Background: an optimization exercise with open tools, aiming at small area, a short achievable clock period and few clock cycles per item. Do not read the settings as production practice. Function not checked in this run: the RTL went through the layout flow alone.

[design.v]
module skive_enc (
    input  wire        clk,
    input  wire        rst,           
    input  wire        in_valid,
    output reg         in_ready,
    input  wire [31:0] in_data,       
    input  wire [1:0]  in_fmt,        
    input  wire        in_last,       
    output reg         out_valid,
    input  wire        out_ready,
    output reg  [7:0]  out_mant,      
    output reg  [15:0] out_hdr,       
    output reg         out_last,      
    output reg         out_err        
);
    localparam [1:0] FMT_B8 = 2'd0, FMT_B6 = 2'd1;
    localparam integer EW = 26;       
    localparam integer RD = 65;       
    localparam integer RW = RD - 1;   
    localparam integer RL = RD + 1;   
    reg  [EW*RL-1:0] ring;
    wire [EW-1:0]    head = ring[EW-1:0];           
    wire [EW-1:0]    wpos = ring[EW*RW +: EW];      
    reg  [6:0]  wdel;         
    reg  [6:0]  rdel;         
    reg  [6:0]  cnt;          
    reg  [5:0]  wcnt;         
    reg  [1:0]  wfmt;
    reg         wpad;         
    wire        wr_pad  = wpad && (wdel == 7'd0) && (cnt != RL[6:0]);
    wire        wr_el   = in_valid && in_ready;
    wire        wr      = wr_pad || wr_el;
    wire [1:0]  wfmt_n  = (wcnt == 6'd0) ? in_fmt : wfmt;
    wire        wend    = (wcnt == ((wfmt_n == FMT_B8) ? 6'd31 : 6'd63));    
    wire [EW-1:0] in_ent = {in_data[31:7], |in_data[6:0]};
    wire [EW-1:0] wdata  = wpad ? {EW{1'b0}} : in_ent;
    reg         nw, nfirst, nlast;
    reg  [1:0]  nfmt;
    reg  [24:0] amax;         
    reg         anan;
    wire [24:0] w_mag   = wpos[24:0];
    wire        w_nan   = (wpos[24:17] == 8'hFF) && (wpos[16:0] != 17'd0);
    wire [24:0] max_b   = nfirst ? 25'd0 : amax;
    wire        nan_b   = nfirst ? 1'b0 : anan;
    wire [24:0] max_n   = (!w_nan && (w_mag > max_b)) ? w_mag : max_b;
    wire        nan_n   = nan_b || w_nan;
    wire [7:0]  a_e = max_n[24:17];
    wire signed [9:0] s_need = $signed({2'b00, a_e}) - 10'sd127
                             + ((max_n[16:10] == 7'h7F) ? 10'sd1 : 10'sd0);
    wire signed [9:0] s_b8   = (a_e == 8'd0)       ? -10'sd16 :
                               (s_need < -10'sd16) ? -10'sd16 :
                               (s_need >  10'sd15) ?  10'sd15 : s_need;
    wire        a_b6  = (nfmt == FMT_B6);
    wire [4:0]  a_q   = a_b6 ? 5'd31 : 5'd7;
    wire [17:0] a_sig = {1'b1, max_n[16:0]};
    wire        a_big = a_b6 ? (a_sig[17:13] == 5'b11111) : (a_sig[17:15] == 3'b111);
    wire [1:0]  a_j   = {~a_b6, a_big};                    
    reg  [4:0]  a_r0;
    reg  [10:0] a_x;
    reg         a_lx;
    always @* begin
        case (a_j)
            2'd0: begin a_r0 = a_sig[17:13];         a_x = a_sig[12:2]; a_lx = |a_sig[1:0]; end
            2'd1: begin a_r0 = {1'b0, a_sig[17:14]}; a_x = a_sig[13:3]; a_lx = |a_sig[2:0]; end
            2'd2: begin a_r0 = {2'b0, a_sig[17:15]}; a_x = a_sig[14:4]; a_lx = |a_sig[3:0]; end
            default: begin a_r0 = {3'b0, a_sig[17:16]}; a_x = a_sig[15:5]; a_lx = |a_sig[4:0]; end
        endcase
    end
    reg  [10:0] a_m;
    reg  [5:0]  a_r;
    reg  [6:0]  a_df;
    integer ai;
    always @* begin
        a_r = {1'b0, a_r0};
        for (ai = 10; ai >= 0; ai = ai - 1) begin
            a_r  = {a_r[4:0], a_x[ai]};
            a_df = {1'b0, a_r} - {2'b0, a_q};
            a_m[ai] = !a_df[6];
            if (!a_df[6]) a_r = a_df[5:0];
        end
    end
    wire        a_st   = a_lx || (a_r != 6'd0);
    wire signed [9:0] d_exp = $signed({2'd0, a_e}) - 10'sd117 + (a_b6 ? 10'sd0 : 10'sd2) + (a_big ? 10'sd1 : 10'sd0);
    wire [9:0]  d_sr    = 10'd1 - d_exp;                   
    wire [3:0]  d_sh    = (d_sr > 10'd11) ? 4'd11 : d_sr[3:0];
    wire [10:0] d_subk  = a_m >> d_sh;
    wire        d_subl  = (a_m & ~(11'h7FF << d_sh)) != 11'd0;
    wire [15:0] d_nrm   = {1'b0, d_exp[4:0], a_m[9:0]} + {15'd0, a_st};
    wire [10:0] d_sub   = d_subk + {10'd0, a_st || d_subl};
    reg  [15:0] d_val;
    always @* begin
        if (max_n == 25'd0)
            d_val = 16'h0000;
        else if (a_e == 8'd0)
            d_val = 16'h0001;
        else if (a_e == 8'hFF || d_exp > 10'sd30)
            d_val = 16'h7BFF;
        else if (d_exp < 10'sd1)
            d_val = {5'd0, d_sub};
        else if (d_nrm[14:10] == 5'b11111)
            d_val = 16'h7BFF;
        else
            d_val = d_nrm;
    end
    wire [15:0] hdr_n = (nfmt == FMT_B8) ? {8'h00, s_b8[7:0]} : d_val;
    reg  [18:0] q0, q1;       
    reg  [1:0]  qn;
    wire        hpush = nw && nlast;
    wire [18:0] hq    = {hdr_n, nfmt, nan_n};
    function [18:0] blk_terms;    
        input [15:0] h;
        input [1:0]  f;
        reg   [3:0]  l;
        integer k;
        begin
            l = 4'd0;
            for (k = 0; k < 10; k = k + 1)
                if (h[k]) l = k[3:0];
            if (f == FMT_B8)
                blk_terms = {8'd121 + h[7:0], 11'h400};
            else if (h[14:10] != 5'd0)
                blk_terms = {8'd112 + {3'd0, h[14:10]}, 1'b1, h[9:0]};
            else
                blk_terms = {8'd103 + {4'd0, l}, {1'b0, h[9:0]} << (4'd10 - l)};
        end
    endfunction
    reg  [5:0]  rj;           
    reg  [1:0]  cfmt;
    reg         cnan;
    reg  [7:0]  ctb;
    reg  [9:0]  cdsig;
    reg         rdok;         
    wire        bfirst = (rj == 6'd0);
    wire [18:0] q0_terms = blk_terms(q0[18:3], q0[2:1]);
    wire [1:0]  b_fmt  = bfirst ? q0[2:1]  : cfmt;
    wire        b_nan  = bfirst ? q0[0]    : cnan;
    wire [7:0]  b_tb   = bfirst ? q0_terms[18:11] : ctb;
    wire [10:0] dsig   = {1'b1, bfirst ? q0_terms[9:0] : cdsig};
    wire [15:0] b_hdr  = bfirst ? q0[18:3] : out_hdr;
    wire        b_end  = (rj == ((b_fmt == FMT_B8) ? 6'd31 : 6'd63));
    wire        silent = !bfirst && cnan;
    wire        rd     = rdok && (silent || !out_valid || out_ready);
    wire        x_s = head[25];
    wire [7:0]  x_e = head[24:17];
    wire [16:0] x_v = {1'b1, head[16:1]};
    wire        x_t = head[0];
    wire        is_b8 = (b_fmt == FMT_B8);
    wire [6:0]  qlim  = is_b8 ? 7'd127 : (b_fmt == FMT_B6) ? 7'd31 : 7'd7;
    wire signed [9:0] tt = $signed({2'b00, x_e}) - $signed({2'b00, b_tb});
    reg  [6:0]  dq;
    reg  [11:0] dr;
    reg  [12:0] dd;
    integer yi;
    always @* begin
        dr = {2'b00, x_v[16:7]};
        for (yi = 6; yi >= 0; yi = yi - 1) begin
            dr = {dr[10:0], x_v[yi]};
            dd = {1'b0, dr} - {2'b00, dsig};
            dq[yi] = !dd[12];
            if (!dd[12]) dr = dd[11:0];
        end
    end
    wire [7:0]  y8   = is_b8 ? x_v[16:9] : {dq, 1'b0};
    wire        yrz  = is_b8 ? (x_v[8:0] != 9'd0) : (dr != 12'd0);
    wire [2:0]  zsh  = 3'd6 - tt[2:0];            
    wire [7:0]  zf   = y8 >> zsh;
    wire        zlost = (y8 & ~(8'hFF << zsh)) != 8'd0;
    wire        zst  = zlost || yrz || x_t;
    wire [6:0]  m0   = zf[7:1];
    wire [7:0]  mr   = {1'b0, m0} + {7'd0, zf[0] & (zst | m0[0])};
    reg  [6:0]  mag;
    always @* begin
        if (x_e == 8'd0 || tt <= -10'sd2)
            mag = 7'd0;
        else if (x_e == 8'hFF || tt >= 10'sd7 || mr > {1'b0, qlim})
            mag = qlim;
        else
            mag = mr[6:0];
    end
    wire [7:0]  mant = x_s ? (8'd0 - {1'b0, mag}) : {1'b0, mag};
    wire        pop    = rd && bfirst;
    wire [1:0]  qn_n   = qn + {1'b0, hpush} - {1'b0, pop};
    wire [5:0]  rj_n   = rd ? (b_end ? 6'd0 : rj + 6'd1) : rj;
    wire [6:0]  cnt_n  = cnt + {6'd0, wr} - {6'd0, rd};
    wire        idle   = (cnt == 7'd0) && !wr;        
    wire [6:0]  wdel_d = (wdel == 7'd0) ? (RL[6:0] - 7'd1) : (wdel - 7'd1);
    wire [6:0]  rdel_d = (rdel == 7'd0) ? (RL[6:0] - 7'd1) : (rdel - 7'd1);
    wire [6:0]  wdel_n = idle ? 7'd0 : (wr ? wdel : wdel_d);
    wire [6:0]  rdel_n = idle ? RD[6:0] : (rd ? rdel : rdel_d);
    wire        wpad_n = wr ? (!wend && (wpad || (wr_el && in_last))) : wpad;
    always @(posedge clk) begin
        ring <= {head, ring[EW*RL-1:EW]};
        if (wr)
            ring[EW*RW +: EW] <= wdata;
    end
    always @(posedge clk) begin
        if (nw) begin
            amax <= max_n;
            anan <= nan_n;
        end
        if (wr) begin
            wfmt   <= wfmt_n;
            nfirst <= (wcnt == 6'd0);
            nlast  <= wend;
            nfmt   <= wfmt_n;
        end
        if (pop) begin
            cfmt  <= q0[2:1];
            cnan  <= q0[0];
            ctb   <= q0_terms[18:11];
            cdsig <= q0_terms[9:0];
        end
        if (pop ? (qn == 2'd2) : (hpush && qn != 2'd0))
            q1 <= hq;
        if (pop ? (qn == 2'd2 || hpush) : (hpush && qn == 2'd0))
            q0 <= (pop && qn == 2'd2) ? q1 : hq;
        if (rd && !silent) begin
            out_mant <= b_nan ? 8'd0 : mant;
            out_hdr  <= b_nan ? 16'd0 : b_hdr;
            out_last <= b_nan || b_end;
            out_err  <= b_nan;
        end
    end
    always @(posedge clk) begin
        if (rst) begin
            wdel      <= 7'd0;
            rdel      <= RD[6:0];
            cnt       <= 7'd0;
            wcnt      <= 6'd0;
            wpad      <= 1'b0;
            in_ready  <= 1'b1;
            nw        <= 1'b0;
            qn        <= 2'd0;
            rj        <= 6'd0;
            rdok      <= 1'b0;
            out_valid <= 1'b0;
        end else begin
            cnt  <= cnt_n;
            wdel <= wdel_n;
            rdel <= rdel_n;
            wpad <= wpad_n;
            in_ready <= (wdel_n == 7'd0) && (cnt_n != RL[6:0]) && !wpad_n;
            nw <= wr;
            if (wr)
                wcnt <= wend ? 6'd0 : wcnt + 6'd1;
            qn <= qn_n;
            rj <= rj_n;
            rdok <= (rdel_n == 7'd0) && (cnt_n != 7'd0) && (rj_n != 6'd0 || qn_n != 2'd0);
            if (rd && !silent)
                out_valid <= 1'b1;
            else if (out_ready)
                out_valid <= 1'b0;
        end
    end
endmodule
[run.sh]
#!/bin/bash
# synth_recipe.tcl (not shown) runs the flow's synth.tcl, then flattens the netlist and writes it again
# the make line also repeats each setting of config.mk as NAME=value (left out here)
make -C /OpenROAD-flow-scripts/flow DESIGN_CONFIG=/design/flow/config.mk WORK_HOME=/design/flow/orfs CLKGATE_MAP_FILE= SYNTH_SCRIPT=/design/flow/synth_recipe.tcl finish
[config.mk]
export PLATFORM = sky130hd
export DESIGN_NAME = skive_enc
export DESIGN_NICKNAME = skive_enc
export VERILOG_FILES = /design/flow/design.v
export SDC_FILE = /design/flow/constraint.sdc
export NUM_CORES = 4
export LEC_CHECK = 0
export CAP_MARGIN = 20
export CORE_MARGIN = 2
export CORE_UTILIZATION = 40
export SLEW_MARGIN = 20
[constraint.sdc]
create_clock -name core_clock -period 110.0 [get_ports {clk}]
set_input_delay 22.0000 -clock core_clock [delete_from_list [all_inputs] [get_ports {clk}]]
set_output_delay 22.0000 -clock core_clock [all_outputs]
set_load 0.01 [all_outputs]
==> run notes <==
## through the flow
step           utilization  hold WS, ns  instances  worst slack (ns)
6_report            0.4662       0.2928       6247             83.33
5_1_grt             0.4662       0.3097       6247             80.09
4_1_cts             0.4661       0.2970       6246             83.42
3_5_place_dp        0.4227       0.3121       5937             83.56
3_3_place_gp        0.4227       0.3095       5937             83.98
2_1_floorplan            -       0.3096       4164             84.67
## layer usage
layer  global-route usage  routed length (µm)  up-vias
li1                     -                   -    14570
met1               0.1984               47380    13660
met2               0.2132               41170      603
met3              0.03903                5832      179
met4              0.05793                3089        6
met5                    0                  34        -
## cell usage in the layout (no fill, tap or decap), drive strengths merged, types with 11 or more instances in the layout
| cell type | instances |
|---|---|
| and3 | 25 |
| mux2i | 70 |
| nor2 | 246 |
| dfxtp | 1756 |
| o31ai | 18 |
| bufinv | 12 |
| or3 | 14 |
| inv | 171 |
| nand4 | 33 |
| a31oi | 29 |
| xor2 | 57 |
| nor4b | 11 |
| a21o | 56 |
| o211ai | 17 |
| o21ai | 137 |
| nand2 | 265 |
| a21oi | 180 |
| clkbuf | 237 |
| nor4 | 28 |
| buf | 34 |
| edfxtp | 115 |
| a211oi | 15 |
| o21a | 22 |
| ha | 178 |
| nor3 | 56 |
| and2 | 52 |
| or2 | 12 |
| nand3b | 34 |
| clkinv | 46 |
| nand2b | 53 |
| mux2 | 42 |
| a21boi | 17 |
| xnor2 | 90 |
| clkdlybuf4s50 | 66 |
| nor2b | 34 |
| nand3 | 60 |
## logic make-up (layout without fill, tap and decap cells)
kind of cell / after synthesis / in the layout / share of synthesized area
adders and majority gates: 188 / 188 / 0.04529
DFF: 1871 / 1871 / 0.7204
muxes: 113 / 113 / 0.02283
and+or+nand+nor: 953 / 953 / 0.08828
AOI/OAI and AO/OA: 635 / 635 / 0.07973
buffers and inverters: 257 / 571 / 0.01903
other: 0 / 1 / 0
xor gates and xnor gates: 147 / 147 / 0.02444
## worst min-delay path by stage
stage | cells past startpoint | start | endpoint | slack (ns)
4_1_cts | 0 | ring[614] | ring[588] | 0.30
5_1_grt | 0 | ring[438] | ring[412] | 0.31
3_5_place_dp | 0 | ring[1178] | ring[1152] | 0.31
3_3_place_gp | 0 | ring[641] | ring[615] | 0.31
2_1_floorplan | 0 | ring[26] | ring[0] | 0.31
6_report | 0 | ring[614] | ring[588] | 0.29
## layout make-up
cell class / count / area, µm² / share of cell area
multi-input combinational: 2036 / 14000 / 0.2254
timing repair buffer: 100 / 915.9 / 0.01474
clock buffer: 237 / 4787 / 0.07704
inverter: 162 / 608.1 / 0.009787
sequential: 1871 / 38610 / 0.6213
tap: 1768 / 2212 / 0.03560
clock inverter: 72 / 998.5 / 0.01607
antenna: 1 / 2.502 / 0.00004027
## worst reg2reg max path: cells and delay by family (launching register included)
| family | cells | cell delay (ns) |
|---|---|---|
| compound gates | 70 | 14.42 |
| simple gates | 34 | 6.20 |
| fa+ha+maj | 11 | 3.16 |
| mux | 3 | 0.62 |
| buf+inv | 4 | 0.68 |
| flops | 1 | 0.51 |
| xor+xnor | 2 | 0.82 |
## cell usage after synthesis, types with 11 or more instances
| library cell | instances | area [µm²] |
|---|---|---|
| clkbuf_1 | 70 | 262.8 |
| a211oi_1 | 13 | 97.59 |
| xnor2_1 | 87 | 762.0 |
| nor4_1 | 26 | 162.7 |
| nor4b_1 | 11 | 96.34 |
| o21ai_0 | 124 | 620.6 |
| a21oi_1 | 178 | 890.9 |
| a21boi_0 | 12 | 90.09 |
| mux2i_1 | 66 | 660.6 |
| nand4_1 | 31 | 193.9 |
| dfxtp_1 | 1756 | 35150 |
| o21a_1 | 21 | 157.7 |
| or3_1 | 14 | 87.58 |
| nor3_1 | 56 | 280.3 |
| and3_1 | 24 | 150.1 |
| nor2b_1 | 34 | 212.7 |
| a21o_1 | 56 | 420.4 |
| xor2_1 | 57 | 499.2 |
| nand2b_1 | 53 | 331.6 |
| mux2_2 | 41 | 461.7 |
| nand3_1 | 59 | 295.3 |
| o21ai_1 | 12 | 60.06 |
| nor2_1 | 244 | 915.9 |
| ha_1 | 178 | 2227 |
| inv_1 | 154 | 578.1 |
| o31ai_1 | 17 | 127.6 |
| buf_1 | 12 | 45.04 |
| or2_2 | 11 | 68.82 |
| edfxtp_1 | 115 | 3453 |
| nand3b_1 | 34 | 255.2 |
| o211ai_1 | 16 | 120.1 |
| and2_1 | 51 | 319.1 |
| nand2_1 | 263 | 987.2 |
| a31oi_1 | 27 | 168.9 |
## registers in the layout (all words and copies together), names as in the netlist, 2 cells and up
register  flops
q1           19
wcnt          6
out_mant      8
wdel          7
q0           19
amax         25
qn            2
rj            6
out_hdr      16
cfmt          2
cdsig        10
rdel          7
wfmt          2
cnt           7
ring       1716
ctb           8
==> metrics.csv <==
metric,value,unit
synth_edf_count,115,
die_y,370.0,µm
yosysWarnings,1,
startpoint,q0[5],
critPathCapture,out_mant[6],
crit_path_frequent_cell,o21ai_0,
worstPathBufferInverterCount,4,
design_area,62130,µm²
clk_path_buf_depth,3,
grt_pass1_vias,28670,
netlist_area,53590,µm²
cts_buffers,167,
synth_cell_type_count,117,
maxSlewViolCount,0,
slowest_stage,xor2_1,
start_kind,register,
cts_tree,done,
reg2regPathDepth,124,
fin_nets,4565,
regToRegStartpoint,q0[5],
cap_violations,0,
syn2layout_area_growth,15.94,%
crit_family,compound AO/OA/AOI/OAI gates,
grtUsageTotal,0.1438,
place_hpwl,65.15,mm
drt_iter0_drc,1940,
holdBufCountCts,0,
synthCells,4164,
die_w,370.0,µm
ctsHtreeMaxLevel,4,
rows,134,
crit_arrival,27.16,ns
grt_max_degree,50,
regToRegSetupSlack,83.33,ns
ctsResizeCount,0,
tightest_slew,1.053,ns
setup_viol,0,
core,133300,µm²
status,finished clean,
insertion_delay,0.78,ns
rsz0062_at_grt,no,
io_pins,67,
ant_nets,0,
critPathKind,reg2reg,
cts_setup_buffers,0,
clk_pin_slew,0.06,ns
min_path_type,reg2reg,
vias,29020,
max_freq,37.49,MHz
antenna_found_initial,5,
timing.rr.end,out_mant[6],
seq_area_frac_synth,0.7204,
place_area,56350,µm²
root_buffer,clkbuf_16,
synth_nets,4391,
fin_crit,26.67,ns
grt-ovfl-total,0,
fin_tns_setup,0,ns
wire_per_inst,15.61,µm
drt_wl_total,97.51,mm
grt_pass1_wl,156.3,mm
avgSynthCellArea,12.87,µm²
cp.required,110.49,ns
gp_congestion,0.9004,
crit_cells,124,
min_period_over_period,0.2425,
layout-drive-gt1-share,0.09424,
drt-pass1-iter-count,7,
crit_path_max_incr_delay,0.67,ns
timing.slew.headroom,0.2980,
place.port_buffers,66,
fill_cells,11760,
hold_viol_final,0,
skew,0.04260,ns
start_util,0.4021,
end_kind,register,
design.die.area,136900,µm²
crit_fanout,16,
ys_ff_latch,1871,
vias_per_cell,4.645,
ys.flop_type,dfxtp_1,
clock-sinks,1871,
drc,0,
async_flop_share,0,

==> afterwards: timing with drivers on the ports <==
The flow's constraints put no driver on any port. The routed layout listed below was extracted and timed again, unchanged, in two steps. Step 1, drivers: a clkbuf_16 drives clk and a buf_2 each remaining input, both assumed. Step 2 also shifts input and output timing later by t, the mid clock arrival at the registers, as if the neighbouring blocks saw the same clock. a / b / c = ideal ports / drivers / drivers and shift; a / b = the first two.
t (ns): 0.833
setup slack, ns: 83.327 / 83.327 / 83.327
latest minus earliest clock arrival (ns): 0.051 / 0.050
After both steps this run still meets setup and hold. The setup slack of this run moves by 0.000 ns with the drivers and by 0.000 ns with both steps.
